What follows belongs to an exercise in optimizing a design on an open flow for small area, a short achievable clock period and few clock cycles; a production flow would make more cautious choices. Function was checked by simulation only, so behaviour that the tests miss may differ from the original. Power and IR drop assume default switching activity.

### standard.sh
#!/bin/bash
# synth_recipe.tcl (not shown) runs the flow's synth.tcl, then flattens the netlist and writes it again
# the make line also repeats each setting of config.mk as NAME=value (left out here)
make -C /OpenROAD-flow-scripts/flow DESIGN_CONFIG=/design/flow/config.mk WORK_HOME=/design/flow/orfs CLKGATE_MAP_FILE= SYNTH_SCRIPT=/design/flow/synth_recipe.tcl "${@:-finish}"
### design.v
module cmp_coder (
    input  wire        clk,
    input  wire        rst,
    input  wire        in_valid,
    output wire        in_ready,
    input  wire [15:0] in_x,
    input  wire [15:0] in_nb,
    input  wire [8:0]  cfg_nwords,
    input  wire [2:0]  cfg_avg,
    input  wire [3:0]  cfg_k,
    input  wire [7:0]  cfg_a,
    input  wire [7:0]  cfg_b,
    input  wire [7:0]  cfg_c,
    input  wire [9:0]  cfg_neighbour,
    input  wire        cfg_nb_use,
    output reg         out_valid,
    input  wire        out_ready,
    output reg  [31:0] out_data,
    output reg         out_last,
    output wire [23:0] out_bits,
    output wire [8:0]  out_escapes,
    output wire [63:0] out_header,
    output reg         out_coded
);
    function [15:0] wmask;
        input [2:0] avg;
        case (avg)
            3'd0: wmask = 16'h0FFF;
            3'd1: wmask = 16'h1FFF;
            3'd2: wmask = 16'h3FFF;
            3'd3: wmask = 16'h7FFF;
            default: wmask = 16'hFFFF;
        endcase
    endfunction
    wire adv;         
    wire adv0;        
    wire hold0;
    reg        v0, first0, last0;
    reg [15:0] x0, nb0;
    reg [7:0]  a0, b0, c0;
    reg [3:0]  k0;
    reg [2:0]  avg0;
    reg [9:0]  nbr0;
    reg [8:0]  n0;
    reg [8:0]  cnt;
    reg [15:0] hx1, hx2;
    reg        lastpend;
    assign in_ready = adv0;
    wire in_fire  = in_valid && adv0 && !rst;
    wire [15:0] imask  = wmask(cfg_avg);
    wire        ifirst = (cnt == 9'd0);
    wire [8:0]  cnt1   = cnt + 9'd1;
    wire        ilast  = (cnt1 == cfg_nwords);
    always @(posedge clk) begin
        if (rst) begin
            v0  <= 1'b0;
            cnt <= 9'd0;
        end else if (in_fire) begin
            v0  <= 1'b1;
            cnt <= ilast ? 9'd0 : cnt1;
        end else if (adv0) begin
            v0  <= 1'b0;
        end
        if (in_fire) begin
            x0     <= in_x & imask;
            nb0    <= cfg_nb_use ? (in_nb & imask) : 16'd0;
            a0     <= cfg_a;
            b0     <= cfg_b;
            c0     <= cfg_c;
            k0     <= cfg_k;
            avg0   <= cfg_avg;
            nbr0   <= cfg_neighbour;
            n0     <= cfg_nwords;
            first0 <= ifirst;
            last0  <= ilast;
        end
        if (adv0 && v0) begin
            hx1 <= x0;
            hx2 <= first0 ? x0 : hx1;
        end
    end
    function [25:0] brow;
        input [7:0]  k;
        input [15:0] x;
        input [1:0]  j;
        input        pneg;      
        reg b2, b1, b0, neg, one, two;
        reg [16:0] m;
        reg [17:0] r;
        reg [25:0] v;
        begin
            b2 = k[2*j+1];
            b1 = k[2*j];
            b0 = (j == 2'd0) ? 1'b0 : k[2*j-1];
            neg = b2;
            one = b1 ^ b0;
            two = (b2 & ~b1 & ~b0) | (~b2 & b1 & b0);
            m = ({17{one}} & {1'b0, x}) | ({17{two}} & {x, 1'b0});
            r = {~neg, m ^ {17{neg}}};
            v = {8'd0, r} << (2*j);
            if (j != 2'd0)
                v[2*j-2] = pneg;
            brow = v;
        end
    endfunction
    function bneg;
        input [7:0] k;
        input [1:0] j;
        bneg = k[2*j+1];
    endfunction
    wire [25:0] rw [0:12];
    genvar gi;
    generate
        for (gi = 0; gi < 4; gi = gi + 1) begin : g_rows
            assign rw[gi]     = brow(a0, hx1, gi, (gi == 0) ? 1'b0 : bneg(a0, gi - 1));
            assign rw[4 + gi] = brow(b0, hx2, gi, (gi == 0) ? 1'b0 : bneg(b0, gi - 1));
            assign rw[8 + gi] = brow(c0, nb0, gi, (gi == 0) ? 1'b0 : bneg(c0, gi - 1));
        end
    endgenerate
    wire [1:0]  nsum = {1'b0, a0[7]} + {1'b0, b0[7]} + {1'b0, c0[7]};
    assign rw[12] = 26'h201FFC0 + {18'd0, nsum, 6'd0};
    function [51:0] csa;
        input [25:0] p, q, r;
        begin
            csa[25:0]  = p ^ q ^ r;
            csa[51:26] = ((p & q) | (p & r) | (q & r)) << 1;
        end
    endfunction
    wire [51:0] l1a = csa(rw[0], rw[1], rw[2]);
    wire [51:0] l1b = csa(rw[3], rw[4], rw[5]);
    wire [51:0] l1c = csa(rw[6], rw[7], rw[8]);
    wire [51:0] l1d = csa(rw[9], rw[10], rw[11]);
    wire [51:0] l2a = csa(l1a[25:0], l1a[51:26], l1b[25:0]);
    wire [51:0] l2b = csa(l1b[51:26], l1c[25:0], l1c[51:26]);
    wire [51:0] l2c = csa(l1d[25:0], l1d[51:26], rw[12]);
    wire [51:0] l3a = csa(l2a[25:0], l2a[51:26], l2b[25:0]);
    wire [51:0] l3b = csa(l2b[51:26], l2c[25:0], l2c[51:26]);
    wire [51:0] l4a = csa(l3a[25:0], l3a[51:26], l3b[25:0]);
    wire [51:0] l5a = csa(l4a[25:0], l4a[51:26], l3b[51:26]);
    reg        v1, first1, last1;
    reg [25:0] s1s, s1c;
    reg [15:0] x1;
    reg [3:0]  k1;
    reg [2:0]  avg1;
    always @(posedge clk) begin
        if (rst)
            v1 <= 1'b0;
        else if (adv)
            v1 <= v0 && adv0;
        if (adv) begin
            s1s    <= l5a[25:0];
            s1c    <= l5a[51:26];
            x1     <= x0;
            k1     <= k0;
            avg1   <= avg0;
            first1 <= first0;
            last1  <= last0;
        end
    end
    wire [15:0] m1    = wmask(avg1);
    wire [25:0] ssum  = s1s + s1c;
    wire [19:0] pre   = ssum[25:6];
    wire        p_neg = pre[19] & ~(&pre);
    wire        p_ovr = ~pre[19] & ((pre[19:4] & ~{4'd0, m1[15:4]}) != 16'd0 ||
                                    ((pre[15:0] & m1) == m1));
    wire [23:0] vx    = {x1, 6'd0};
    wire [23:0] vs    = ~s1s[23:0];
    wire [23:0] vc    = ~s1c[23:0];
    wire [23:0] vp    = vx ^ vs ^ vc;
    wire [23:0] vq    = {(vx[22:0] & vs[22:0]) | (vx[22:0] & vc[22:0]) | (vs[22:0] & vc[22:0]), 1'b1};
    wire [23:0] vsum  = vp + vq;
    wire [17:0] e_raw = vsum[23:6];
    wire [17:0] e_ovr = {2'b00, x1} - {2'b00, m1};
    wire [17:0] e     = p_neg ? {2'b00, x1} : p_ovr ? e_ovr : e_raw;
    wire [16:0] u     = {e[15:0], 1'b0} ^ {17{e[17]}};
    reg        v2, first2, last2;
    reg [16:0] u2;
    reg [15:0] x2;
    reg [3:0]  k2;
    reg [2:0]  avg2;
    always @(posedge clk) begin
        if (rst)
            v2 <= 1'b0;
        else if (adv)
            v2 <= v1;
        if (adv) begin
            u2     <= u;
            x2     <= x1;
            k2     <= k1;
            avg2   <= avg1;
            first2 <= first1;
            last2  <= last1;
        end
    end
    wire [16:0] q2    = u2 >> k2;
    wire        esc   = |q2[16:8];
    wire [11:0] kmsk  = ~(12'hFFF << k2);
    wire [11:0] rem2  = u2[11:0] & kmsk;
    wire [4:0]  w2    = 5'd12 + {2'd0, avg2};
    reg  [8:0]  co;
    reg  [15:0] ct;
    reg  [4:0]  cl;
    always @(*) begin
        if (first2) begin
            co = 9'd0;   ct = x2;   cl = w2;
        end else if (esc) begin
            co = 9'd256; ct = x2;   cl = w2;
        end else begin
            co = {1'b0, q2[7:0]};
            ct = {3'd0, rem2, 1'b0};
            cl = {1'b0, k2} + 5'd1;
        end
    end
    wire [8:0] clen = co + {4'd0, cl};
    reg        v3, first3, last3, esc3, long3;
    reg [8:0]  o3, len3;
    reg [15:0] t3;
    reg [4:0]  l3;
    always @(posedge clk) begin
        if (rst)
            v3 <= 1'b0;
        else if (adv)
            v3 <= v2;
        if (adv) begin
            o3     <= co;
            t3     <= ct;
            l3     <= cl;
            len3   <= clen;
            long3  <= (clen > 9'd32);
            esc3   <= esc & ~first2;
            first3 <= first2;
            last3  <= last2;
        end
    end
    wire [4:0]  sh   = long3 ? (5'd0 - l3) : o3[4:0];    
    wire [31:0] spat = ~(32'hFFFFFFFF << sh) | ({16'd0, t3} << sh);
    wire [8:0]  rlen = long3 ? (len3 - 9'd32) : 9'd0;
    wire [5:0]  slen = long3 ? 6'd32 : len3[5:0];
    reg        vC, lastC;
    reg [8:0]  rC;
    reg [31:0] sC;
    reg [5:0]  lsC;
    reg [16:0] bacc, bits_o;
    reg [8:0]  eacc, esc_o;
    wire [16:0] bnext = (first3 ? 17'd0 : bacc) + {8'd0, len3};
    wire [8:0]  enext = (first3 ? 9'd0 : eacc) + {8'd0, esc3};
    reg  [31:0] acc;
    reg  [4:0]  p;
    reg         flush;
    reg         kv, k_last;
    reg  [31:0] k_data;
    wire        run      = !kv;
    wire [5:0]  pr       = {1'b0, p} + {1'b0, rC[4:0]};
    wire        longstep = (rC[8:5] != 4'd0) | pr[5];
    wire        consume  = run && vC && (flush ? !lastC : !longstep);
    assign adv   = !vC || consume;
    assign hold0 = v0 && last0 && lastpend;
    assign adv0  = adv && !hold0;
    wire [4:0]  pe   = flush ? 5'd0 : p;
    wire [31:0] ae   = flush ? 32'd0 : acc;
    wire [4:0]  qpos = flush ? 5'd0 : pr[4:0];
    wire [31:0] omsk = (32'hFFFFFFFF << pe) & ~(32'hFFFFFFFF << qpos);
    wire [63:0] comb = {32'd0, ae | omsk} | ({32'd0, sC} << qpos);
    wire [6:0]  tpos = {2'd0, qpos} + {1'b0, lsC};
    reg         em_v, em_last;
    reg  [31:0] em_d;
    reg  [31:0] acc_n;
    reg  [4:0]  p_n;
    reg         flush_n;
    reg  [8:0]  r_n;
    always @(*) begin
        em_v = 1'b0; em_last = 1'b0; em_d = comb[31:0];
        acc_n = acc; p_n = p; flush_n = flush; r_n = rC;
        if (run) begin
            if (flush) begin
                em_v = 1'b1; em_last = 1'b1; em_d = acc;
                flush_n = 1'b0;
                acc_n = 32'd0; p_n = 5'd0;
                if (vC && !lastC) begin
                    acc_n = comb[31:0];
                    p_n   = tpos[4:0];
                end
            end else if (vC && longstep) begin
                em_v = 1'b1; em_d = acc | (32'hFFFFFFFF << p);
                r_n  = rC - (9'd32 - {4'd0, p});
                acc_n = 32'd0; p_n = 5'd0;
            end else if (vC) begin
                if (tpos[5]) begin
                    em_v    = 1'b1;
                    em_last = lastC && (tpos[4:0] == 5'd0);
                    acc_n   = comb[63:32];
                    p_n     = tpos[4:0];
                    flush_n = lastC && (tpos[4:0] != 5'd0);
                end else if (lastC) begin
                    em_v = 1'b1; em_last = 1'b1;
                    acc_n = 32'd0; p_n = 5'd0;
                end else begin
                    acc_n = comb[31:0];
                    p_n   = tpos[4:0];
                end
            end
        end
    end
    wire otake = out_valid && out_ready;
    reg [39:0] hdr;
    reg [7:0]  rawr;
    wire [12:0] nw   = n0 * (5'd12 + {2'd0, avg0});
    wire [7:0]  rawn = nw[12:5] + {7'd0, |nw[4:0]};
    wire [11:0] codw = bits_o[16:5] + {11'd0, |bits_o[4:0]} + 12'd2;
    assign out_bits    = {7'd0, bits_o};
    assign out_escapes = esc_o;
    assign out_header  = {hdr, 7'd0, bits_o};
    always @(posedge clk) begin
        if (rst) begin
            vC        <= 1'b0;
            acc       <= 32'd0;
            p         <= 5'd0;
            flush     <= 1'b0;
            kv        <= 1'b0;
            out_valid <= 1'b0;
            lastpend  <= 1'b0;
        end else begin
            if (adv)
                vC <= v3;
            else if (consume)
                vC <= 1'b0;
            acc   <= acc_n;
            p     <= p_n;
            flush <= flush_n;
            if (kv) begin
                if (otake || !out_valid) begin
                    out_valid <= 1'b1;
                    out_data  <= k_data;
                    out_last  <= k_last;
                    kv        <= 1'b0;
                end
            end else if (em_v) begin
                if (otake || !out_valid) begin
                    out_valid <= 1'b1;
                    out_data  <= em_d;
                    out_last  <= em_last;
                end else begin
                    kv     <= 1'b1;
                    k_data <= em_d;
                    k_last <= em_last;
                end
            end else if (otake) begin
                out_valid <= 1'b0;
            end
            if (adv0 && v0 && last0)
                lastpend <= 1'b1;
            else if (otake && out_last)
                lastpend <= 1'b0;
        end
        if (adv) begin
            rC    <= rlen;
            sC    <= spat;
            lsC   <= slen;
            lastC <= last3;
        end else if (run && vC && !flush && longstep) begin
            rC    <= r_n;
        end
        if (adv && v3) begin
            bacc <= bnext;
            eacc <= enext;
            if (last3) begin
                bits_o <= bnext;
                esc_o  <= enext;
            end
        end
        if (adv0 && v0 && last0) begin
            hdr  <= {nbr0, c0, b0, a0, 2'b00, k0};
            rawr <= rawn;
        end
        out_coded <= codw < {4'd0, rawr};
    end
endmodule
### flow/margin.txt
10.5
### flow/run.sh
#!/bin/bash
set -euo pipefail
cd "$(dirname "$0")/.."
MARGIN=$(cat flow/margin.txt)
bash standard.sh SETUP_SLACK_MARGIN=$MARGIN TNS_END_PERCENT=100 finish > flow_make.log 2>&1
### constraint.sdc
create_clock -name core_clock -period 15.0 [get_ports {clk}]
set_input_delay 3.0000 -clock core_clock [delete_from_list [all_inputs] [get_ports {clk}]]
set_output_delay 3.0000 -clock core_clock [all_outputs]
set_load 0.01 [all_outputs]
### config.mk
export PLATFORM = sky130hd
export DESIGN_NAME = cmp_coder
export DESIGN_NICKNAME = cmp_coder
export VERILOG_FILES = /design/flow/design.v
export SDC_FILE = /design/flow/constraint.sdc
export NUM_CORES = 4
export LEC_CHECK = 0
export CAP_MARGIN = 20
export CORE_MARGIN = 2
export CORE_UTILIZATION = 40
export SLEW_MARGIN = 20
==> impl_results.md, run 1 <==
- Outcome: timing/DRC/antenna clean
- Final Non-Filler Cells: slightly above 6,000
- Core area: ~110,000 µm²
- Mapped Cells: 4,574
- Die width: approximately 330 µm
- CP endpoint: in_ready
- Area of the multi-input gates: 25,100 µm²
- Worst Setup SP: rC[1]$_DFFE_PP_
- Final instance area: 49,600 µm²
- Syn Area/Cell: 9.44 µm²
- Share of layout cells above drive strength 1: 9.77%
- FF-to-FF path depth: 14
- Hold Slack: 0.418 ns
- Crit Reg-Reg Startpoint: a0[2]$_DFFE_PP_
- Clock-pin slew on the worst setup and hold paths: around 0.060 ns
- Asr flop ratio synth: 0%
- CTS Sinks: 539
- Routed len/inst: 20.9 µm
- Detail Route Antenna Nets: 0
- First-pass GRT wire length: 195,000 µm
- PwrDens: 191 nW/µm²
- Rel. slew slack: 29.6%
- Fmax: 172 MHz
- Placed Instances: between 5,000 and 6,000
- Vias: 34,076
- Met2 wire length: 64,800 µm
- DRT met1 WL: ~51,000 µm
- Unrepaired setup endpoints after global routing: true
- WS Path Type: flip-flop to output port
- Buffers added on ports: 203
- Setup TNS: 0 ns
- Area growth, synth to finish: 15.0%
- All-layer global routing usage: 22.5%
- Largest net degree at the start of global routing: around 90
- Slew Limit Fails: 0
- Hold crit path type: flip-flop to flip-flop
- Post-CTS Hold Buffers: 0
- CP Data Arrival Time: 2.81 ns
- Synth unique cells: 95
- Root Driver: clkbuf_16
- Top sig layer: met5
- Util after Layout: 46.4%
- Post-synth top flop: edfxtp_1
- Num rows: 120
- Max cap viols: 0
- Fillers: about 10,000
- Global route total overflow: 0
- Final HPWL from detailed placement: 91,900 µm
- R2R setup slack: 10.53 ns
- Crit path time final: between 5 and 6 ns
- Die area: about 110,000 µm²
- Drt drc: 0
- Setup Skew: 0.0382 ns
- Required time of the worst setup path: ~12 ns
- Vias in the first global route: between 30,000 and 40,000
- Worst setup margin: 9.19 ns
- CTS buffer count: between 60 and 70
- DR iter-0 viols: between 2,000 and 3,000
- Cell Area, Synth: 43,200 µm²
- Sequential share of the synthesized area: 36.2%
- Yosys Warn Count: 1
- Ports: 220
- Critical path endpoint category: output port
- Clk buf depth: 3
- DR pass1 iterations: 6
- Met3 routed WL: 5950 µm
- CP Max Fanout: 3
- Routed WL: ~130,000 µm
- Initial antenna violation count: 1
- Clock Latency Late Sink: 0.67 ns
- Starting Density: between 40% and 50%
- Reg-to-Reg End: s1s[8]$_DFFE_PN_
- Final Cycle Share: 38.7%
- FF+latch count, synth: between 500 and 600
- # diodes: 0
- CTS tree: built
- # setup viols final: 0
- Seq. cell area: 15,600 µm²
- Cell leakage power: around 20 nW
- Final hold viol count: 0
- Vias per cell: roughly 5.6
- Die Y: 332 µm
- DP Area: 46,100 µm²
- Worst-margin pin slew: 1.06 ns
- Max H-tree Level: 3
- Worst setup SP type: flip-flop
- Nets: 5,151
- Post-synth EDFFs: between 400 and 500
- Pre-CTS setup slack: about 8.5 ns
- Final GP Congestion: slightly below 1
- Total power: ~9.5 mW
- VDD IR-drop max: 0.104 mV
==> cells in the final DEF (no fill, tap or decap), types with 23 or more instances in the layout <==
cell / instances
o21ai_0: 271
o211ai_1: 30
nor3_1: 65
edfxtp_1: 483
a221oi_1: 31
and2_1: 50
nand2_1: 481
inv_1: 400
clkbuf_16: 72
nor2_1: 300
o22ai_1: 100
a31oi_1: 43
maj3_1: 75
xnor2_1: 103
mux2_2: 60
a211oi_1: 36
nand2b_1: 24
buf_4: 96
a22oi_1: 40
nand3_1: 85
xor2_1: 78
a21oi_1: 321
o221ai_1: 26
clkdlybuf4s50_1: 83
dfxtp_1: 52
nor2b_1: 61
a21o_1: 55
mux2i_1: 117
and3_1: 23
dlygate4sd2_1: 111
fa_1: 219
ha_1: 195
==> logic make-up (layout without fill, tap and decap cells) <==
logic type,count (synthesis),after routing,share of synthesized area [%]
AO/OA/AOI/OAI,1171,1171,17.2
XOR/XNOR,183,183,3.71
adder cells (fa/ha/maj),493,493,17.7
buffers and inverters,767,872,7.02
flip-flops,539,539,36.2
multiplexers,205,205,5.51
other,1,16,0.00869
AND/OR/NAND/NOR,1215,1220,12.7
==> layout make-up <==
type / count / share of cell area, %
Clock inverter: 43 / 1.17
Clock buffer: 80 / 3.54
Sequential cell: 539 / 31.5
Inverter: 410 / 3.19
Timing Repair inverter: 2 / 0.0353
Timing Repair Buffer: 337 / 6.50
Tap cell: 1403 / 3.54
Multi-Input combinational cell: 3288 / 50.5
==> registers in the layout, indices dropped and copies added, names as in the netlist, 10 cells and up <==
signal	cells
acc	32
bacc	17
bits_o	17
hdr	38
hx1	16
hx2	16
k_data	32
nb0	16
nbr0	10
out_data	32
s1c	24
s1s	25
sC	32
t3	16
u2	17
x0	16
x1	16
x2	16
==> layer usage <==
| layer | vias up | track usage [%] |
|---|---|---|
| met5 | - | 0 |
| met3 | 276 | 3.11 |
| met2 | 1043 | 39.8 |
| met1 | 16452 | 26.8 |
| li1 | 16303 | - |
| met4 | 2 | 10.9 |
==> power breakdown <==
| group | switching, mW | total (mW) | internal [mW] |
|---|---|---|---|
| clock network | 0.702 | 1.71 | 1.01 |
| registers | 0.225 | 2.38 | 2.16 |
| logic | 3.17 | 5.37 | 2.20 |
| total | 4.10 | 9.47 | 5.37 |
==> cell usage after synthesis (9+ instances only) <==
master	instances	area share, %
edfxtp_1	483	34
a21oi_1	330	3.8
mux4_2	20	1.0
mux2_2	60	1.6
nand2b_1	25	0.36
o21bai_1	20	0.35
fa_1	220	10
nor2_1	314	2.7
a21o_1	55	0.96
ha_1	198	5.7
mux2i_1	125	2.9
nor2b_1	61	0.88
buf_1	50	0.43
a31oi_1	45	0.65
nor3_1	67	0.78
o31ai_1	14	0.24
or2_2	11	0.16
o21a_1	22	0.38
a22oi_1	40	0.70
maj3_1	75	1.7
nor3b_1	14	0.24
nor4_1	9	0.13
a21boi_0	9	0.16
o22ai_1	100	1.4
a211oi_1	36	0.63
xor2_1	78	1.6
xnor2_1	105	2.1
o211ai_1	30	0.52
buf_4	33	0.57
o21ai_0	280	3.2
or3_1	20	0.29
a22o_1	10	0.20
nand2_1	489	4.3
a311oi_1	21	0.43
clkbuf_1	265	2.3
and3_1	25	0.36
inv_1	404	3.5
and2_1	53	0.77
a221oi_1	48	0.97
a2bb2oi_1	10	0.20
dfxtp_1	56	2.6
nand3_1	85	0.99
o221ai_1	26	0.53
nand4_1	11	0.16
==> worst max-delay path, stage by stage, from the launching register on <==
cell and delay [ns]:
edfxtp_1 0.41, ha_1 0.29, a21o_1 0.16, a21oi_2 0.14, o21bai_1 0.10, a211o_2 0.34
nor2_4 0.09, a21oi_1 0.06, o21a_4 0.29, inv_16 0.06, and2_4 0.14, buf_6 0.09
==> worst min path at each step <==
stage	from	end	slack [ns]	cells after the start
after floorplan	first1$_DFFE_PN_	first2$_DFFE_PN_	0.40	0
after global placement	nbr0[9]$_DFFE_PP_	hdr[39]$_DFFE_PP_	0.40	0
after detailed placement	nbr0[3]$_DFFE_PP_	hdr[33]$_DFFE_PP_	0.41	0
after CTS	nbr0[3]$_DFFE_PP_	hdr[33]$_DFFE_PP_	0.42	0
after global routing	nbr0[2]$_DFFE_PP_	hdr[32]$_DFFE_PP_	0.43	0
final	nbr0[3]$_DFFE_PP_	hdr[33]$_DFFE_PP_	0.42	0
==> what timing repair did <==
item | 4_1_cts | 5_1_grt
endpoints found under the setup margin | 384 | 223
buffers inserted | 41 | 29
gates cloned | 7 | 6
resized for setup | 207 | 116
pin swaps | 9 | 11
Testbench counts, summed over its fixed seeds: cycles 24,457.
==> run 2, diff against run 1 <==
==> run.sh (new file) <==
#!/bin/bash
# synth_recipe.tcl (not shown) runs the flow's synth.tcl, then flattens the netlist and writes it again
# the make line also repeats each setting of config.mk as NAME=value (left out here)
make -C /OpenROAD-flow-scripts/flow DESIGN_CONFIG=/design/flow/config.mk WORK_HOME=/design/flow/orfs CLKGATE_MAP_FILE= SYNTH_SCRIPT=/design/flow/synth_recipe.tcl finish
removed: flow/run.sh
removed: flow/margin.txt
removed: standard.sh
==> run 2 against run 1 <==
Total power shrank 3.7%. Critical path depth decreased by 1. Synthesized area unchanged. Maximum frequency decreased by 21%. Setup slack lost 1.6 ns. Clock power fell by 9%. Critical endpoint unchanged.
==> impl_results.md, run 2 <==
- Num rows: 120 (unchanged)
- Final HPWL from detailed placement: 90,600 µm (-1.4%)
- Most frequent cells in the layout: nand2_1, edfxtp_1, inv_1
- Post-synth EDFFs: 483 (unchanged)
- Hold depth: 0 (unchanged)
- CP Data Arrival Time: 4.36 ns (+1.55 ns)
- CTS buffer count: 67 (-1.5%)
- Worst-margin pin slew: 1.11 ns (+0.0574 ns)
- Buffers added on ports: 203 (unchanged)
- CTS Sinks: 539 (unchanged)
- # setup viols final: 0 (unchanged)
- Max H-tree Level: 3 (unchanged)
- Yosys Warn Count: 1 (unchanged)
- Final GP Congestion: 0.964 (+0.39%)
- WS Path Type: flip-flop to output port
- Routed WL: 121,000 µm (-5.4%)
- Vias: 33,350 (-2.1%)
- Top-area cell type share of the netlist area: 33.6% (unchanged)
- Top post-synthesis cells by area: edfxtp_1, fa_1, ha_1
- Max cap viols: 0 (unchanged)
- Post_cts resized: 0 (-100%)
- Largest family of logic cells by synthesized area: adder cells
- Min-delay src: nbr0[5]$_DFFE_PP_
- Detail Route Antenna Nets: 0 (unchanged)
- Crit path time final: 7.36 ns (+1.56 ns)
- First-pass GRT wire length: 187,000 µm (-3.8%)
- Slew Limit Fails: 0 (unchanged)
- Root Driver: clkbuf_16
- Routed len/inst: 20.1 µm (-4.0%)
- PwrDens: 190 nW/µm² (-0.59%)
- Crit Reg-Reg Startpoint: p[2]$_SDFFE_PP0P_
- Post-synthesis simple-gate area fraction: 12.7% (unchanged)
- Hold crit path type: flip-flop to flip-flop
- Fmax: 136 MHz (-21%)
- Crit path top cell by count: a21oi_1
- Worst Hold End: hdr[35]$_DFFE_PP_
- Max FFs per register: 38 (unchanged)
- CP cell instances: ha_1 -> a21oi_1 -> o21bai_1 -> a211o_1 -> nor2_1 -> a21oi_1 -> o21a_1 -> inv_8 -> and2_1 -> clkdlybuf4s50_1
- Util after Layout: 44.9% (-1.4 points)
- Global route total overflow: 0 (unchanged)
- Critical path endpoint category: output port
- Most common library cells after synthesis: nand2_1, edfxtp_1, inv_1, a21oi_1, nor2_1
- Vias per cell: 5.54 (-0.73%)
- VDD IR-drop max: 0.101 mV (-2.6%)
- FF+latch count, synth: 539 (unchanged)
- Cell leakage power: 19.0 nW (-4.6%)
- Die Y: 332 µm (unchanged)
- Commonest non-fill, non-tap cell in the layout: nand2_1
- Die area: 111,000 µm² (unchanged)
- Required time of the worst setup path: 12.00 ns (about the same)
- Synth Area in Compound Gates: 17.2% (unchanged)
- Initial antenna violation count: 0 (-1)
- Slowest-stage cell, CP: dfxtp_1
- CP Buf/Inv Count: 2 (unchanged)
- Pre-CTS setup slack: 8.25 ns (-0.262 ns)
- Core area: 107,000 µm² (unchanged)
- Outcome: timing/DRC/antenna clean
- Asr flop ratio synth: 0% (unchanged)
- Xor/xnor cell area share of the yosys netlist: 3.71% (unchanged)
- DP Area: 46,000 µm² (-0.11%)
- Worst setup SP type: flip-flop
- Ports: 220 (unchanged)
- Final instance area: 48,100 µm² (-3.1%)
- Yosys top cell by area: edfxtp_1
- Max stage delay on crit path: 0.77 ns (+0.36 ns)
- CP Max Fanout: 88 (+85)
- Post-synthesis mux area share: 5.51% (unchanged)
- Reg with most FFs: hdr
- Clk buf depth: 3 (unchanged)
- DR iter-0 viols: 2,580 (-7.8%)
- Unrepaired setup endpoints after global routing: false
- Mapped Cells: 4,574 (unchanged)
- Post-CTS Hold Buffers: 0 (unchanged)
- CTS tree: built
- FF-to-FF path depth: 17 (+3)
- Clock Latency Late Sink: 0.66 ns (about the same)
- R2R setup slack: 9.11 ns (-1.42 ns)
- Rel. slew slack: 25.8% (-3.8 points)
- Post-synth top flop: edfxtp_1
- Syn Area/Cell: 9.44 µm² (unchanged)
- Drt drc: 0 (unchanged)
- Vias in the first global route: 32,018 (-2.8%)
- Cell Area, Synth: 43,200 µm² (unchanged)
- Share of layout cells above drive strength 1: 6.00% (-3.8 points)
- CP delay by family, top: compound AO/OA/AOI/OAI gates
- Starting Density: 40.3% (unchanged)
- All-layer global routing usage: 21.5% (-0.95 points)
- Area growth, synth to finish: 11.4%
- Die width: 332 µm (unchanged)
- Nets: 5,067 (-1.6%)
- Reg-to-Reg End: acc[27]$_SDFFE_PP0P_
- Largest net degree at the start of global routing: 89 (unchanged)
- DR pass1 iterations: 7 (+1)
- Most common cell in the netlist: nand2_1
- Fillers: 10,153 (+0.079%)
- Synth unique cells: 95 (unchanged)
- # diodes: 0 (unchanged)
- Clock-pin slew on the worst setup and hold paths: 0.06 ns (about the same)
- Setup Skew: 0.0389 ns (+0.000686 ns)
- Synth Area in Adders: 17.7% (unchanged)
- Setup TNS: 0 ns (unchanged)
- Final hold viol count: 0 (unchanged)
- Sequential share of the synthesized area: 36.2% (unchanged)
- Worst setup margin: 7.64 ns (-1.56 ns)
- Post-CTS Setup Bufs: 0 (-100%)
- Final Cycle Share: 49.1% (+10 points)
-- run 2: cell counts after synthesis --
No cell type changed its count.
-- run 2: cell type report --
class                           count  area (µm²)  share of cell area [%]
Clock inverter                     29         294                   0.611
Sequential cell                   539       15600                    32.5
Clock buffer                       91        1810                    3.76
Tap cell                         1403        1760                    3.65
Timing Repair Buffer              261        2460                    5.12
Multi-Input combinational cell   3283       24600                    51.2
Inverter                          410        1550                    3.22
-- run 2: routing by layer --
layer	GRT usage, %	part of all wire, %
met5	0	0
met4	9.98	4.8
met3	2.48	4.8
met2	37.2	49
met1	26.9	41
-- run 2: how the worst max path moves through the flow --
| stage | startpoint | end | slack, ns | depth (start not counted) |
|---|---|---|---|---|
| after floorplan | p[1]$_SDFFE_PP0P_ | k_data[0]$_DFFE_PP_ | 5.70 | 13 |
| after global placement | p[2]$_SDFFE_PP0P_ | in_ready | 8.33 | 10 |
| after detailed placement | p[2]$_SDFFE_PP0P_ | in_ready | 8.25 | 10 |
| after CTS | p[2]$_SDFFE_PP0P_ | in_ready | 7.55 | 10 |
| after global routing | p[2]$_SDFFE_PP0P_ | in_ready | 7.29 | 10 |
| final | p[2]$_SDFFE_PP0P_ | in_ready | 7.64 | 10 |
-- run 2: cells by family (layout without fill, tap and decap cells) --
kind of cell               Yosys count  after routing
AOI/OAI and AO/OA                 1171           1171
xor gates and xnor gates           183            183
adders and majority gates          493            493
buffers and inverters              767            791
DFF                                539            539
muxes                              205            205
other                                1             16
and+or+nand+nor                   1215           1215
-- run 2: report_power, final --
group          switching (mW)  internal (mW)  leakage [nW]
logic                    3.09           2.11          12.8
clock network           0.687          0.862          1.01
registers               0.214           2.16          5.22
-- run 2: worst reg2reg max path, cell delays in order, from the launching register on --
cell and delay, ns:
dfxtp_1 0.77, ha_1 0.40, a21oi_1 0.23, xnor2_1 0.19
or2_2 0.15, buf_4 0.47, inv_2 0.46, ha_1 0.48
inv_1 0.05, o21bai_1 0.13, a21oi_1 0.09, xnor2_1 0.65
and2_1 0.63, nand2_1 0.38, nor2_1 0.38, a22o_1 0.21
a22oi_1 0.06, nor2_1 0.11
-- run 2: per-stage QoR --
stage | hold slack [ns] | std cells | total power, mW
floorplan | 0.400 | 4589 | 6.11
global placement | 0.401 | 5895 | 7.51
detailed placement | 0.405 | 5896 | 7.59
CTS | 0.420 | 6016 | 9.16
global route | 0.422 | 6016 | 9.85
finish | 0.417 | 6016 | 9.12
==> run 3, diff against run 2 <==
--- a/design.v
+++ b/design.v
@@ -32,9 +32,9 @@
             default: wmask = 16'hFFFF;
         endcase
     endfunction
-    wire adv;         
-    wire adv0;        
-    wire hold0;
+    reg  adv;         
+    reg  adv0;        
+    reg  adv0_o;      
     reg        v0, first0, last0;
     reg [15:0] x0, nb0;
     reg [7:0]  a0, b0, c0;
@@ -45,7 +45,7 @@
     reg [8:0]  cnt;
     reg [15:0] hx1, hx2;
     reg        lastpend;
-    assign in_ready = adv0;
+    assign in_ready = adv0_o;
     wire in_fire  = in_valid && adv0 && !rst;
     wire [15:0] imask  = wmask(cfg_avg);
     wire        ifirst = (cnt == 9'd0);
@@ -251,11 +251,8 @@
     reg  [31:0] k_data;
     wire        run      = !kv;
     wire [5:0]  pr       = {1'b0, p} + {1'b0, rC[4:0]};
-    wire        longstep = (rC[8:5] != 4'd0) | pr[5];
+    reg         longstep;     
     wire        consume  = run && vC && (flush ? !lastC : !longstep);
-    assign adv   = !vC || consume;
-    assign hold0 = v0 && last0 && lastpend;
-    assign adv0  = adv && !hold0;
     wire [4:0]  pe   = flush ? 5'd0 : p;
     wire [31:0] ae   = flush ? 32'd0 : acc;
     wire [4:0]  qpos = flush ? 5'd0 : pr[4:0];
@@ -374,4 +371,29 @@
         end
         out_coded <= codw < {4'd0, rawr};
     end
+    wire        vC_n    = adv ? v3 : vC;
+    wire        lastC_n = adv ? last3 : lastC;
+    wire [8:0]  rC_n    = adv ? rlen :
+                          (run && vC && !flush && longstep) ? r_n : rC;
+    wire [5:0]  pr_n    = {1'b0, p_n} + {1'b0, rC_n[4:0]};
+    wire        ls_n    = (rC_n[8:5] != 4'd0) | pr_n[5];
+    wire        kv_n    = kv ? (out_valid && !out_ready) : (em_v && out_valid && !out_ready);
+    wire        adv_n   = !vC_n || (!kv_n && (flush_n ? !lastC_n : !ls_n));
+    wire        v0_n    = in_fire || (v0 && !adv0);
+    wire        last0_n = in_fire ? ilast : last0;
+    wire        lp_n    = (adv0 && v0 && last0) || (lastpend && !(otake && out_last));
+    wire        adv0_n  = adv_n && !(v0_n && last0_n && lp_n);
+    always @(posedge clk) begin
+        if (rst) begin
+            adv      <= 1'b1;
+            adv0     <= 1'b1;
+            adv0_o   <= 1'b1;
+            longstep <= 1'b0;
+        end else begin
+            adv      <= adv_n;
+            adv0     <= adv0_n;
+            adv0_o   <= adv0_n;
+            longstep <= ls_n;
+        end
+    end
 endmodule
==> flow/run.sh (new file) <==
#!/bin/bash
set -euo pipefail
cd "$(dirname "$0")/.."
MARGIN=$(cat flow/margin.txt)
bash standard.sh SETUP_SLACK_MARGIN=$MARGIN TNS_END_PERCENT=100 finish > flow_make.log 2>&1
==> flow/margin.txt (new file) <==
10.5
==> standard.sh (new file) <==
#!/bin/bash
# synth_recipe.tcl (not shown) runs the flow's synth.tcl, then flattens the netlist and writes it again
# the make line also repeats each setting of config.mk as NAME=value (left out here)
make -C /OpenROAD-flow-scripts/flow DESIGN_CONFIG=/design/flow/config.mk WORK_HOME=/design/flow/orfs CLKGATE_MAP_FILE= SYNTH_SCRIPT=/design/flow/synth_recipe.tcl "${@:-finish}"
removed: run.sh
==> run 3 against run 2 <==
Wire length rose by 8.8%. Still clean on timing, DRC and antenna. Largest cell class unchanged. Largest power group unchanged. Core utilization rose by 2.0 points. Register-to-register slack improved by 1.2 ns. Highest routed layer unchanged. Via count rose by 3.9%.
==> impl_results.md, run 3 <==
- Ports: 220 (unchanged)
- Yosys Warn Count: 1 (unchanged)
- Post-synth EDFFs: 472 (-2.3%)
- Min-delay src: nbr0[0]$_DFFE_PP_
- CP cell instances: buf_4 -> mux4_2 -> mux2i_1 -> o311ai_1 -> a211oi_2 -> o32ai_2 -> or2_4 -> a311oi_4 -> ha_4 -> inv_2 -> fa_2 -> inv_2 -> a21oi_2 -> o21bai_1 -> xor2_1 -> nor2_1 -> or4b_4 -> a2111o_1
- Largest net degree at the start of global routing: 89 (unchanged)
- Top-area cell type share of the netlist area: 32.7% (-0.93 points)
- VDD IR-drop max: 0.116 mV (+15%)
- Crit path top cell by count: inv_2
- Outcome: timing/DRC/antenna clean
- CTS Sinks: 542 (+0.56%)
- Routed len/inst: 21.4 µm (+6.5%)
- Most common library cells after synthesis: edfxtp_1, nand2_1, inv_1, a21oi_1, nor2_1
- Max stage delay on crit path: 0.50 ns (-0.27 ns)
- Clk buf depth: 3 (unchanged)
- Rel. slew slack: 25.1% (-0.67 points)
- All-layer global routing usage: 22.8% (+1.3 points)
- FF-to-FF path depth: 18 (+1)
- PwrDens: 177 nW/µm² (-6.9%)
- Buffers added on ports: 203 (unchanged)
- Placed Instances: 5,906 (+0.17%)
- Worst Hold End: hdr[30]$_DFFE_PP_
- Setup Skew: 0.0400 ns (+0.00114 ns)
- Final Non-Filler Cells: 6,147 (+2.2%)
- Die Y: 333 µm (+0.25%)
- Slew Limit Fails: 0 (unchanged)
- Vias per cell: 5.64 (+1.7%)
- FF+latch count, synth: 542 (+0.56%)
- Sequential share of the synthesized area: 35.9% (-0.30 points)
- Area growth, synth to finish: 16.0%
- Commonest non-fill, non-tap cell in the layout: edfxtp_1
- Drt drc: 0 (unchanged)
- Crit Reg-Reg Startpoint: k2[0]$_DFFE_PP_
- Worst-margin pin slew: 1.12 ns (+0.00775 ns)
- Final hold viol count: 0 (unchanged)
- Required time of the worst setup path: 15.39 ns (+3.39 ns)
- Final HPWL from detailed placement: 94,400 µm (+4.2%)
- Top post-synthesis cells by area: edfxtp_1, fa_1, ha_1
- Global route total overflow: 0 (unchanged)
- Final GP Congestion: 0.946 (-1.9%)
- Routed WL: 132,000 µm (+8.8%)
- Max FFs per register: 38 (unchanged)
- DR pass1 iterations: 8 (+1)
- First-pass GRT wire length: 198,000 µm (+5.7%)
- CP Max Fanout: 4 (-95%)
- Initial antenna violation count: 2 (+2)
- CP Buf/Inv Count: 3 (+1)
- Asr flop ratio synth: 0% (unchanged)
- Num rows: 120 (unchanged)
- Critical path endpoint category: flip-flop
- CP delay by family, top: compound AO/OA/AOI/OAI gates
- # diodes: 0 (unchanged)
- # setup viols final: 0 (unchanged)
- Most frequent cells in the layout: edfxtp_1, nand2_1, inv_1
- Clock Latency Late Sink: 0.68 ns (+0.02 ns)
- Core area: 107,000 µm² (+0.28%)
- Crit path time final: 4.66 ns (-2.70 ns)
- CP Data Arrival Time: 5.05 ns (+0.69 ns)
- Cell Area, Synth: 43,400 µm² (+0.50%)
- Max cap viols: 0 (unchanged)
- Die area: 111,000 µm² (+0.50%)
- Synth unique cells: 98 (+3.2%)
- Nets: 5,198 (+2.6%)
- Syn Area/Cell: 9.46 µm² (+0.24%)
- R2R setup slack: 10.34 ns (+1.23 ns)
- Vias: 34,657 (+3.9%)
- Reg-to-Reg End: long3$_DFFE_PP_
- Die width: 333 µm (+0.25%)
- DR iter-0 viols: 3,302 (+28%)
- DP Area: 46,300 µm² (+0.62%)
- Yosys top cell by area: edfxtp_1
- Final Cycle Share: 31.1% (-18 points)
- Post-synth top flop: edfxtp_1
- Reg with most FFs: hdr
- CTS tree: built
- Unrepaired setup endpoints after global routing: true
- Setup TNS: 0 ns (unchanged)
- Root Driver: clkbuf_16
- Final instance area: 50,300 µm² (+4.6%)
- Vias in the first global route: 33,065 (+3.3%)
- Share of layout cells above drive strength 1: 10.9% (+4.9 points)
- Starting Density: 40.4% (+0.090 points)
- Mapped Cells: 4,586 (+0.26%)
- Cell leakage power: 20.3 nW (+7.0%)
- Fmax: 214 MHz (+58%)
- Pre-CTS setup slack: 8.79 ns (+0.540 ns)
- WS Path Type: flip-flop to flip-flop
- Hold crit path type: flip-flop to flip-flop
- Max H-tree Level: 3 (unchanged)
- Worst setup margin: 10.34 ns (+2.70 ns)
- Fillers: 10,057 (-0.95%)
- Clock-pin slew on the worst setup and hold paths: 0.06 ns (about the same)
- Slowest-stage cell, CP: mux4_2
- Hold depth: 0 (unchanged)
- Most common cell in the netlist: edfxtp_1
- CTS buffer count: 69 (+3.0%)
- Worst setup SP type: flip-flop
- Detail Route Antenna Nets: 0 (unchanged)
==> run 3: changes by cell type after synthesis, sizes merged, moves of 9 or more <==
cell | before | now
mux2i | 125 | 177
nand2 | 489 | 449
a211oi | 37 | 65
o21ai | 282 | 260
a221oi | 50 | 67
mux4 | 20 | 4
maj3 | 75 | 60
dfxtp | 56 | 70
o22ai | 100 | 86
nor2b | 61 | 73
edfxtp | 483 | 472
inv | 408 | 419
a311oi | 21 | 12
==> run 3: worst max-delay path by stage <==
stage                    start                   to  slack, ns  cells past startpoint
2_1_floorplan         in_valid  cnt[5]$_SDFFE_PP0P_       9.56                      7
3_3_place_gp   p[2]$_SDFF_PP0_    adv0_o$_SDFF_PP1_       8.87                     22
3_5_place_dp   p[2]$_SDFF_PP0_    adv0_o$_SDFF_PP1_       8.79                     22
4_1_cts        p[2]$_SDFF_PP0_    adv0_o$_SDFF_PP1_      10.40                     22
5_1_grt        k2[0]$_DFFE_PP_      long3$_DFFE_PP_      10.14                     20
6_report       k2[0]$_DFFE_PP_      long3$_DFFE_PP_      10.34                     18
==> run 3: worst reg2reg max path, delay by kind of cell, from the launching register on <==
family                   cells  cell delay, ns
multiplexers                 2            0.70
XOR/XNOR                     1            0.11
flip-flops                   1            0.45
buffers and inverters        3            0.25
adder cells (fa/ha/maj)      2            0.60
AND/OR/NAND/NOR              3            0.84
AO/OA/AOI/OAI                7            1.46
==> run 3: what timing repair did <==
action | CTS | global route
gates resized for setup | 222 | 105
endpoints found under the setup margin | 375 | 157
buffers inserted | 48 | 52
gates cloned | 8 | 8
hold buffers | 0 | 0
pin swaps | 9 | 27
==> run 3: layout make-up <==
class	count	area, µm²	share of cell area [%]
Clock buffer	78	1800	3.58
Inverter	421	1620	3.21
Sequential cell	542	15600	31.0
Timing Repair inverter	1	7.51	0.0149
Tap cell	1403	1760	3.49
Multi-Input combinational cell	3284	25400	50.5
Clock inverter	47	544	1.08
Timing Repair Buffer	371	3590	7.13
==> run 3: kinds of logic (layout without fill, tap and decap cells) <==
logic type	Yosys count	count (layout)	synth area share, %
AOI/OAI and AO/OA	1183	1184	17.7
xor gates and xnor gates	183	183	3.71
adders and majority gates	481	481	17.3
buffers and inverters	780	918	7.12
DFF	542	542	35.9
muxes	246	246	5.98
other	1	16	0.00864
and+or+nand+nor	1170	1174	12.3
==> run 3: routing by layer <==
metal	up-vias	part of all wire [%]	GRT usage, %
li1	16412	-	-
met1	16876	42	29.1
met2	1141	50	39.9
met3	228	5.1	2.54
met4	0	3.6	8.06
met5	-	0	0
==> run 3: power breakdown <==
group / internal [mW] / switching, mW / total [mW]
logic: 1.98 / 2.94 / 4.91
registers: 2.07 / 0.191 / 2.26
clock network: 1.00 / 0.713 / 1.71
total: 5.05 / 3.84 / 8.89
==> run 3: per-stage QoR <==
| step | hold slack, ns | utilization, % | total power [mW] |
|---|---|---|---|
| 6_report | 0.418 | 46.9 | 8.89 |
| 5_1_grt | 0.422 | 46.9 | 9.52 |
| 4_1_cts | 0.418 | 46.0 | 8.76 |
| 3_5_place_dp | 0.405 | 43.1 | 6.93 |
| 3_3_place_gp | 0.400 | 43.1 | 6.86 |
| 2_1_floorplan | 0.400 | - | 5.54 |
Testbench counts of run 3, summed over its fixed seeds: cycles 24,457.
==> run 4, diff against run 3 <==
==> run.sh (new file) <==
#!/bin/bash
# synth_recipe.tcl (not shown) runs the flow's synth.tcl, then flattens the netlist and writes it again
# the make line also repeats each setting of config.mk as NAME=value (left out here)
make -C /OpenROAD-flow-scripts/flow DESIGN_CONFIG=/design/flow/config.mk WORK_HOME=/design/flow/orfs CLKGATE_MAP_FILE= SYNTH_SCRIPT=/design/flow/synth_recipe.tcl finish
removed: flow/run.sh
removed: flow/margin.txt
removed: standard.sh
==> run 4 against run 3 <==
Total power fell by 4.9%. Clock power about the same. Clock skew shrank 0.0069 ns. Register-to-register slack got worse by 1.4 ns. Maximum frequency down 24%. Worst hold slack got worse by 0.030 ns. Via count decreased by 3.6%. Critical endpoint is now adv0_o$_SDFF_PP1_. Highest routed layer unchanged.
==> impl_results.md, run 4 <==
- Setup Skew: 0.0331 ns (-0.00690 ns)
- Max H-tree Level: 3 (unchanged)
- Rel. slew slack: 27.8% (+2.7 points)
- Post_cts resized: 0 (-100%)
- Hold Slack: 0.388 ns (-0.0303 ns)
- Most common library cells after synthesis: edfxtp_1, nand2_1, inv_1, a21oi_1, nor2_1
- Drt drc: 0 (unchanged)
- Worst setup SP type: flip-flop
- DR iter-0 viols: 2,444 (-26%)
- VDD IR-drop max: 0.0874 mV (-25%)
- Post-synthesis simple-gate area fraction: 12.3% (unchanged)
- Most common cell in the netlist: edfxtp_1
- Vias in the first global route: 32,475 (-1.8%)
- Post-synthesis mux area share: 5.98% (unchanged)
- Commonest non-fill, non-tap cell in the layout: edfxtp_1
- Asr flop ratio synth: 0% (unchanged)
- All-layer global routing usage: 22.1% (-0.65 points)
- Final GP Congestion: 0.940 (-0.69%)
- R2R setup slack: 8.90 ns (-1.44 ns)
- Outcome: timing/DRC/antenna clean
- Nets: 5,080 (-2.3%)
- Setup TNS: 0 ns (unchanged)
- Clock Latency Late Sink: 0.65 ns (-0.03 ns)
- Detail Route Antenna Nets: 0 (unchanged)
- # setup viols final: 0 (unchanged)
- FF-to-FF path depth: 23 (+5)
- Top post-synthesis cells by area: edfxtp_1, fa_1, ha_1
- Root Driver: clkbuf_16
- Yosys Warn Count: 1 (unchanged)
- Buffers added on ports: 203 (unchanged)
- Fmax: 164 MHz (-24%)
- Post-CTS Setup Bufs: 0 (-100%)
- Reg with most FFs: hdr
- Hold crit path type: flip-flop to flip-flop
- Global route total overflow: 0 (unchanged)
- Slew Limit Fails: 0 (unchanged)
- Initial antenna violation count: 0 (-2)
- Fillers: 10,191 (+1.3%)
- Ports: 220 (unchanged)
- Clock-pin slew on the worst setup and hold paths: 0.06 ns (about the same)
- First-pass GRT wire length: 193,000 µm (-2.8%)
- Yosys top cell by area: edfxtp_1
- Routed WL: 125,000 µm (-4.9%)
- Die width: 333 µm (unchanged)
- Mapped Cells: 4,586 (unchanged)
- Post-CTS Hold Buffers: 0 (unchanged)
- Final HPWL from detailed placement: 94,300 µm (-0.11%)
- Clk buf depth: 3 (unchanged)
- Die Y: 333 µm (unchanged)
- Sequential share of the synthesized area: 35.9% (unchanged)
- Routed len/inst: 20.8 µm (-3.0%)
- Synth unique cells: 98 (unchanged)
- Top-area cell type share of the netlist area: 32.7% (unchanged)
- Syn Area/Cell: 9.46 µm² (unchanged)
- PwrDens: 174 nW/µm² (-1.3%)
- Largest net degree at the start of global routing: 88 (-1.1%)
- Critical path endpoint category: flip-flop
- Area growth, synth to finish: 11.8%
- Cell leakage power: 19.3 nW (-5.0%)
- Vias per cell: 5.54 (-1.7%)
- CP Data Arrival Time: 6.70 ns (+1.65 ns)
- FF+latch count, synth: 542 (unchanged)
- CTS Sinks: 542 (unchanged)
- Hold depth: 0 (unchanged)
- Share of layout cells above drive strength 1: 6.19% (-4.7 points)
- DR pass1 iterations: 6 (-2)
- Synth Area in Adders: 17.3% (unchanged)
- Num rows: 120 (unchanged)
- Post-synth top flop: edfxtp_1
- Largest family of logic cells by synthesized area: compound AO/OA/AOI/OAI gates
- Core area: 107,000 µm² (unchanged)
- Xor/xnor cell area share of the yosys netlist: 3.71% (unchanged)
- Max FFs per register: 38 (unchanged)
- Unrepaired setup endpoints after global routing: false
- Crit path time final: 6.10 ns (+1.44 ns)
- Starting Density: 40.4% (unchanged)
- Most frequent cells in the layout: edfxtp_1, nand2_1, inv_1
- Final Cycle Share: 40.7% (+9.6 points)
- Required time of the worst setup path: 15.60 ns (+0.21 ns)
- Worst-margin pin slew: 1.08 ns (-0.0376 ns)
- Die area: 111,000 µm² (unchanged)
- Synth Area in Compound Gates: 17.7% (unchanged)
- CP Max Fanout: 41 (+37)
- Vias: 33,411 (-3.6%)
- Max cap viols: 0 (unchanged)
- CTS buffer count: 68 (-1.4%)
- CTS tree: built
- Post-synth EDFFs: 472 (unchanged)
- WS Path Type: flip-flop to flip-flop
- Cell Area, Synth: 43,400 µm² (unchanged)
- Final hold viol count: 0 (unchanged)
==> run 4: cell types whose count changed in the layout (fill, tap and decap cells not counted), sizes merged, moves of 2 or more <==
cell and change:
inv +4, or2 -2, clkinv -10, dlygate4sd2 -116, bufbuf -3, clkinvlp -4, clkdlybuf4s50 +119, clkdlybuf4s15 -2
diode +2, buf -102
==> run 4: worst paths after layout <==
path                                         from                end
worst max register to register    p[0]$_SDFF_PP0_  adv0_o$_SDFF_PP1_
worst min-delay path            nbr0[1]$_DFFE_PP_  hdr[31]$_DFFE_PP_
worst min register to register  nbr0[1]$_DFFE_PP_  hdr[31]$_DFFE_PP_
worst max-delay path              p[0]$_SDFF_PP0_  adv0_o$_SDFF_PP1_
==> run 4: where the power goes <==
| group | switching, mW | internal [mW] |
|---|---|---|
| clock network | 0.699 | 0.992 |
| logic | 2.72 | 1.80 |
| registers | 0.181 | 2.07 |
==> run 4: layer usage <==
layer,wire (µm),part of all wire [%],vias up,track usage [%]
met5,0,0,-,0
met4,6770,5.4,0,10.8
met3,5230,4.2,243,2.54
met2,62300,50,927,38.9
met1,50900,41,16090,26.9
li1,-,-,16151,-
==> run 4: logic make-up (layout without fill, tap and decap cells) <==
logic type                 Yosys count  in the layout
DFF                                542            542
adders and majority gates          481            481
AOI/OAI and AO/OA                 1183           1183
xor gates and xnor gates           183            183
buffers and inverters              780            801
and+or+nand+nor                   1170           1170
other                                1             18
muxes                              246            246
==> run 4: through the flow <==
stage	util (%)	total power [mW]	instances	worst slack, ns	area (µm²)
3_5_place_dp	43.0	6.77	5905	8.98	46200
5_1_grt	45.2	9.13	6025	8.45	48500
2_1_floorplan	-	5.53	4601	6.70	43400
6_report	45.2	8.46	6027	8.90	48500
3_3_place_gp	43.0	6.72	5904	9.04	46200
4_1_cts	45.2	8.49	6025	8.94	48500
==> run 4: worst max-delay path: stages, from the launching register on <==
cell and delay, ns:
dfxtp_1 0.59, ha_1 0.26, inv_1 0.06, fa_1 0.40
xnor2_1 0.16, nand2_2 0.07, buf_4 0.47, inv_1 0.46
ha_1 0.45, a21oi_1 0.24, o21bai_1 0.09, a21oi_1 0.18
xor2_1 0.43, o21ai_0 0.17, and2_1 0.24, a22o_1 0.26
ha_1 0.31, and4_1 0.22, nand4_1 0.09, nand4bb_1 0.11
nor3_1 0.21, a41oi_1 0.14, o21ai_0 0.24, and2_1 0.16
==> run 4: area by class of cell <==
class | count | area [µm²] | area share (%)
clock inverters | 37 | 459 | 0.947
diodes | 2 | 5.00 | 0.0103
clock buffers | 83 | 1840 | 3.79
well taps | 1403 | 1760 | 3.62
inverters | 421 | 1580 | 3.26
multi-input cells | 3279 | 24800 | 51.2
flip-flops and latches | 542 | 15600 | 32.1
repair buffers | 260 | 2460 | 5.08
==> run 5, diff against run 4 <==
--- a/design.v
+++ b/design.v
@@ -61,7 +61,7 @@
         end else if (adv0) begin
             v0  <= 1'b0;
         end
-        if (in_fire) begin
+        if (adv0) begin
             x0     <= in_x & imask;
             nb0    <= cfg_nb_use ? (in_nb & imask) : 16'd0;
             a0     <= cfg_a;
@@ -212,7 +212,7 @@
         end
     end
     wire [8:0] clen = co + {4'd0, cl};
-    reg        v3, first3, last3, esc3, long3;
+    reg        v3, first3, last3, esc3;
     reg [8:0]  o3, len3;
     reg [15:0] t3;
     reg [4:0]  l3;
@@ -226,16 +226,16 @@
             t3     <= ct;
             l3     <= cl;
             len3   <= clen;
-            long3  <= (clen > 9'd32);
             esc3   <= esc & ~first2;
             first3 <= first2;
             last3  <= last2;
         end
     end
+    wire        long3 = (len3[8:6] != 3'd0) | (len3[5] & (len3[4:0] != 5'd0));
     wire [4:0]  sh   = long3 ? (5'd0 - l3) : o3[4:0];    
     wire [31:0] spat = ~(32'hFFFFFFFF << sh) | ({16'd0, t3} << sh);
-    wire [8:0]  rlen = long3 ? (len3 - 9'd32) : 9'd0;
-    wire [5:0]  slen = long3 ? 6'd32 : len3[5:0];
+    wire [8:0]  rlen = !v3 ? 9'd0 : long3 ? (len3 - 9'd32) : 9'd0;
+    wire [5:0]  slen = !v3 ? 6'd0 : long3 ? 6'd32 : len3[5:0];
     reg        vC, lastC;
     reg [8:0]  rC;
     reg [31:0] sC;
@@ -250,15 +250,13 @@
     reg         kv, k_last;
     reg  [31:0] k_data;
     wire        run      = !kv;
-    wire [5:0]  pr       = {1'b0, p} + {1'b0, rC[4:0]};
+    reg  [4:0]  q;            
     reg         longstep;     
     wire        consume  = run && vC && (flush ? !lastC : !longstep);
-    wire [4:0]  pe   = flush ? 5'd0 : p;
     wire [31:0] ae   = flush ? 32'd0 : acc;
-    wire [4:0]  qpos = flush ? 5'd0 : pr[4:0];
-    wire [31:0] omsk = (32'hFFFFFFFF << pe) & ~(32'hFFFFFFFF << qpos);
-    wire [63:0] comb = {32'd0, ae | omsk} | ({32'd0, sC} << qpos);
-    wire [6:0]  tpos = {2'd0, qpos} + {1'b0, lsC};
+    wire [31:0] omsk = (32'hFFFFFFFF << p) & ~(32'hFFFFFFFF << q);
+    wire [63:0] comb = {32'd0, ae | omsk} | ({32'd0, sC} << q);
+    wire [6:0]  tpos = {2'd0, q} + {1'b0, lsC};
     reg         em_v, em_last;
     reg  [31:0] em_d;
     reg  [31:0] acc_n;
@@ -310,6 +308,8 @@
     always @(posedge clk) begin
         if (rst) begin
             vC        <= 1'b0;
+            rC        <= 9'd0;
+            lsC       <= 6'd0;
             acc       <= 32'd0;
             p         <= 5'd0;
             flush     <= 1'b0;
@@ -350,10 +350,13 @@
                 lastpend <= 1'b0;
         end
         if (adv) begin
-            rC    <= rlen;
             sC    <= spat;
-            lsC   <= slen;
             lastC <= last3;
+        end
+        if (rst) begin
+        end else if (adv) begin
+            rC    <= rlen;
+            lsC   <= slen;
         end else if (run && vC && !flush && longstep) begin
             rC    <= r_n;
         end
@@ -373,14 +376,31 @@
     end
     wire        vC_n    = adv ? v3 : vC;
     wire        lastC_n = adv ? last3 : lastC;
-    wire [8:0]  rC_n    = adv ? rlen :
-                          (run && vC && !flush && longstep) ? r_n : rC;
-    wire [5:0]  pr_n    = {1'b0, p_n} + {1'b0, rC_n[4:0]};
-    wire        ls_n    = (rC_n[8:5] != 4'd0) | pr_n[5];
+    wire [6:0]  xq      = {2'd0, q} + {1'b0, lsC} + {2'd0, rlen[4:0]};
+    wire        xls     = (rlen[8:5] != 4'd0) | (tpos[5] ? xq[6] : (xq[6] | xq[5]));
+    reg  [4:0]  q_n;
+    reg         ls_n;
+    always @(*) begin
+        q_n = xq[4:0]; ls_n = xls;
+        if (!run && vC) begin
+            q_n = q; ls_n = longstep;
+        end else if (!run) begin
+        end else if (flush) begin
+            if (vC && lastC) begin
+                q_n = 5'd0; ls_n = 1'b0;
+            end
+        end else if (vC && longstep) begin
+            q_n = q; ls_n = (r_n[8:5] != 4'd0);
+        end else if (vC && lastC && !tpos[5]) begin
+            q_n = rlen[4:0]; ls_n = (rlen[8:5] != 4'd0);
+        end else if (vC && lastC && tpos[4:0] != 5'd0) begin
+            q_n = 5'd0; ls_n = 1'b0;
+        end
+    end
     wire        kv_n    = kv ? (out_valid && !out_ready) : (em_v && out_valid && !out_ready);
     wire        adv_n   = !vC_n || (!kv_n && (flush_n ? !lastC_n : !ls_n));
     wire        v0_n    = in_fire || (v0 && !adv0);
-    wire        last0_n = in_fire ? ilast : last0;
+    wire        last0_n = adv0 ? ilast : last0;
     wire        lp_n    = (adv0 && v0 && last0) || (lastpend && !(otake && out_last));
     wire        adv0_n  = adv_n && !(v0_n && last0_n && lp_n);
     always @(posedge clk) begin
@@ -389,11 +409,13 @@
             adv0     <= 1'b1;
             adv0_o   <= 1'b1;
             longstep <= 1'b0;
+            q        <= 5'd0;
         end else begin
             adv      <= adv_n;
             adv0     <= adv0_n;
             adv0_o   <= adv0_n;
             longstep <= ls_n;
+            q        <= q_n;
         end
     end
 endmodule
==> flow/run.sh (new file) <==
#!/bin/bash
set -euo pipefail
cd "$(dirname "$0")/.."
MARGIN=$(cat flow/margin.txt)
bash standard.sh SETUP_SLACK_MARGIN=$MARGIN TNS_END_PERCENT=100 finish > flow_make.log 2>&1
==> flow/margin.txt (new file) <==
10.5
==> standard.sh (new file) <==
#!/bin/bash
# synth_recipe.tcl (not shown) runs the flow's synth.tcl, then flattens the netlist and writes it again
# the make line also repeats each setting of config.mk as NAME=value (left out here)
make -C /OpenROAD-flow-scripts/flow DESIGN_CONFIG=/design/flow/config.mk WORK_HOME=/design/flow/orfs CLKGATE_MAP_FILE= SYNTH_SCRIPT=/design/flow/synth_recipe.tcl "${@:-finish}"
removed: run.sh
==> run 5 against run 4 <==
Wire length increased by 0.73%. Critical path depth decreased by 22. Worst hold slack improved by 0.030 ns. Sequential power about the same. Final area increased by 2.9%. Core utilization increased by 0.74 points. Global-route usage decreased by 0.38 points. Register-to-register slack improved by 1.7 ns. Clock skew decreased by 0.0048 ns. Die area increased by 0.92%. Synthesized cell count increased by 1.9%. Highest routed layer is now met5.
==> impl_results.md, run 5 <==
- Die width: 335 µm (+0.46%)
- Synth Area in Adders: 17.3% (-0.085 points)
- Worst-margin pin slew: 1.15 ns (+0.0714 ns)
- Slew Limit Fails: 0 (unchanged)
- Root Driver: clkbuf_16
- Yosys Warn Count: 1 (unchanged)
- Reg with most FFs: hdr
- Top-area cell type share of the netlist area: 32.2% (-0.44 points)
- Area growth, synth to finish: 14.0%
- Worst setup SP type: flip-flop
- Final HPWL from detailed placement: 90,300 µm (-4.3%)
- VDD IR-drop max: 0.107 mV (+23%)
- Synth unique cells: 98 (unchanged)
- Sequential share of the synthesized area: 35.7% (-0.19 points)
- Nets: 5,247 (+3.3%)
- Area of the multi-input gates: 25,500 µm² (+2.6%)
- CTS tree: built
- Yosys top cell by area: edfxtp_1
- CP Data Arrival Time: 1.46 ns (-5.24 ns)
- Fillers: 10,422 (+2.3%)
- Worst Setup SP: hdr[37]$_DFFE_PP_
- Detail Route Antenna Nets: 0 (unchanged)
- Max cap viols: 0 (unchanged)
- Crit Reg-Reg Startpoint: b0[2]$_DFFE_PP_
- PwrDens: 163 nW/µm² (-6.4%)
- Final Cycle Share: 29.7% (-11 points)
- Setup TNS: 0 ns (unchanged)
- Post-synth top flop: edfxtp_1
- Vias: 34,828 (+4.2%)
- Reg-to-Reg End: s1s[7]$_DFFE_PP_
- Clock-pin slew on the worst setup and hold paths: 0.05 ns (about the same)
- Vias in the first global route: 32,665 (+0.59%)
- CTS buffer count: 68 (unchanged)
- Share of layout cells above drive strength 1: 9.70% (+3.5 points)
- FF+latch count, synth: 546 (+0.74%)
- Unrepaired setup endpoints after global routing: true
- Max H-tree Level: 3 (unchanged)
- Crit path time final: 4.46 ns (-1.64 ns)
- Routed WL: 126,000 µm (+0.73%)
- Hold crit path type: flip-flop to flip-flop
- Core area: 109,000 µm² (+1.3%)
- CP Max Fanout: 1 (-98%)
- Largest net degree at the start of global routing: 87 (-1.1%)
- Outcome: timing/DRC/antenna clean
- CP Depth: 1 (-96%)
- Starting Density: 40.3% (-0.13 points)
- Drt drc: 0 (unchanged)
- Final hold viol count: 0 (unchanged)
- Clk buf depth: 3 (unchanged)
- CP Buf/Inv Count: 1 (-2)
- Critical path endpoint category: output port
- R2R setup slack: 10.59 ns (+1.69 ns)
- Worst setup margin: 10.54 ns (+1.64 ns)
- Routed len/inst: 20.3 µm (-2.3%)
- Post-synthesis mux area share: 5.54% (-0.44 points)
- Max stage delay on crit path: 0.52 ns (-0.07 ns)
- Ports: 220 (unchanged)
- Synth Area in Compound Gates: 17.7% (-0.023 points)
- All-layer global routing usage: 21.8% (-0.38 points)
- Buffers added on ports: 203 (unchanged)
- Initial antenna violation count: 4 (+4)
- Clock Latency Late Sink: 0.65 ns (about the same)
- Pre-CTS setup slack: 9.60 ns (+0.624 ns)
- Global route total overflow: 0 (unchanged)
- Fmax: 224 MHz (+37%)
- Vias per cell: 5.61 (+1.1%)
- CP cell instances: clkdlybuf4s50_1
- Top post-synthesis cells by area: edfxtp_1, fa_1, ha_1
- First-pass GRT wire length: 192,000 µm (-0.30%)
- Post-CTS Hold Buffers: 0 (unchanged)
- Xor/xnor cell area share of the yosys netlist: 3.80% (+0.083 points)
- CP delay by family, top: buffers and inverters
- Slowest-stage cell, CP: clkdlybuf4s50_1
- Num rows: 121 (+0.83%)
- Most common cell in the netlist: nand2_1
- Post-synthesis simple-gate area fraction: 12.8% (+0.56 points)
- Most frequent cells in the layout: edfxtp_1, nand2_1, inv_1
- Seq. cell area: 15,600 µm² (+0.43%)
- Cell Area, Synth: 43,800 µm² (+0.93%)
- Rel. slew slack: 22.7% (-5.0 points)
- Most common library cells after synthesis: nand2_1, edfxtp_1, inv_1, nor2_1, a21oi_1
- DR iter-0 viols: 2,917 (+19%)
- Syn Area/Cell: 9.36 µm² (-0.99%)
- Mapped Cells: 4,675 (+1.9%)
- Hold Slack: 0.418 ns (+0.0305 ns)
- Die Y: 335 µm (+0.46%)
- Post-synth EDFFs: 470 (-0.42%)
- Commonest non-fill, non-tap cell in the layout: edfxtp_1
- Cell leakage power: 20.1 nW (+4.3%)
- Final GP Congestion: 0.918 (-2.4%)
- Required time of the worst setup path: 12.00 ns (-3.60 ns)
- Total power: 8.14 mW (-3.7%)
- WS Path Type: flip-flop to output port
- Setup Skew: 0.0283 ns (-0.00484 ns)
- CTS Sinks: 546 (+0.74%)
- # setup viols final: 0 (unchanged)
- Max FFs per register: 38 (unchanged)
- Die area: 112,000 µm² (+0.92%)
- CP endpoint: out_header[61]
- Largest family of logic cells by synthesized area: compound AO/OA/AOI/OAI gates
- FF-to-FF path depth: 11 (-52%)
- DR pass1 iterations: 7 (+1)
- Asr flop ratio synth: 0% (unchanged)
[run 5: cell count changes in the layout (fill, tap and decap cells not counted), moves of 29 or more]
cell / before / now
nor2_1: 315 / 360
dlygate4sd2_1: 0 / 114
mux2i_1: 174 / 119
buf_4: 56 / 122
a221oi_1: 66 / 37
a21oi_1: 327 / 359
clkdlybuf4s50_1: 202 / 84
[run 5: how the worst min path moves through the flow]
stage	start	to	slack (ns)	cells after the start
floorplan	first1$_DFFE_PP_	first2$_DFFE_PP_	0.40	0
global placement	nbr0[5]$_DFFE_PP_	hdr[35]$_DFFE_PP_	0.40	0
detailed placement	nbr0[1]$_DFFE_PP_	hdr[31]$_DFFE_PP_	0.40	0
CTS	nbr0[1]$_DFFE_PP_	hdr[31]$_DFFE_PP_	0.42	0
global route	nbr0[1]$_DFFE_PP_	hdr[31]$_DFFE_PP_	0.43	0
finish	nbr0[1]$_DFFE_PP_	hdr[31]$_DFFE_PP_	0.42	0
[run 5: kinds of logic (layout without fill, tap and decap cells)]
kind of cell | after synthesis | in the layout
AND/OR/NAND/NOR | 1249 | 1249
multiplexers | 210 | 210
adder cells (fa/ha/maj) | 485 | 485
other | 2 | 24
XOR/XNOR | 188 | 188
buffers and inverters | 786 | 886
AO/OA/AOI/OAI | 1209 | 1210
flip-flops | 546 | 546
[run 5: final cells by class]
type                    instances  area share [%]
diodes                          3          0.0150
well taps                    1414            3.54
clock inverters                37           0.855
multi-input cells            3363            51.0
repair inverters                2          0.0251
repair buffers                349            6.40
inverters                     412            3.14
flip-flops and latches        546            31.3
clock buffers                  86            3.67
[run 5: repair_timing]
action | in CTS | in global routing
pin swaps | 2 | 14
setup buffers | 39 | 48
resized for setup | 161 | 93
gates cloned | 1 | 7
endpoints found under the setup margin | 188 | 88
[run 5: stage by stage]
| step | std cells | cell area, µm² | util, % |
|---|---|---|---|
| floorplan | 4694 | 43900 | - |
| global placement | 5991 | 46500 | 42.8 |
| detailed placement | 5991 | 46500 | 42.8 |
| CTS | 6154 | 49100 | 45.1 |
| global route | 6209 | 49900 | 45.9 |
| finish | 6212 | 49900 | 45.9 |
[run 5: report_power, final]
group          switching [mW]  internal [mW]  total [mW]
Clock                   0.697          0.981        1.68
Sequential              0.177           2.06        2.24
Combinational            2.43           1.79        4.23
[run 5: per-layer routing]
metal	routed length [µm]	track usage (%)
met1	55200	29.4
met2	59800	36.4
met3	7690	2.60
met4	3540	6.73
met5	13	0
Testbench counts of run 5, summed over its fixed seeds: cycles 24,457.

what the ideal ports hide:
How much do the figures lean on ideal ports? The routed layouts below were timed once more, with nothing changed but the port constraints.
Step 1 sets driving cells, clkbuf_16 on the clock port and buf_2 on the other inputs (assumed; they add their load-dependent delay and slew).
Step 2, shift: input delay + t, output delay - t, t = (earliest + latest rising clock arrival at the registers) / 2. This alone moves slack from input paths to output paths.
Three values: no drivers, after step 1, after step 2; two values: the first two.
run | t (ns) | slack for setup (ns) | worst hold slack (ns) | cell pins on the clock port's net
run 1 | 0.719 | 9.191 / 9.120 / 9.674 | 0.418 / 0.418 / 0.418 | 1
run 2 | 0.712 | 7.636 / 7.567 / 8.279 | 0.417 / 0.417 / 0.417 | 1
run 3 | 0.722 | 10.337 / 10.337 / 9.763 | 0.418 / 0.418 / 0.418 | 1
run 4 | 0.707 | 8.901 / 8.901 / 8.901 | 0.388 / 0.388 / 0.388 | 1
run 5 | 0.703 | 10.539 / 10.471 / 9.970 | 0.418 / 0.418 / 0.418 | 1
After both steps every run listed still meets setup and hold. For run 3, which loses most, drivers alone change the setup slack by 0.000 ns; drivers and shift together by -0.574 ns.
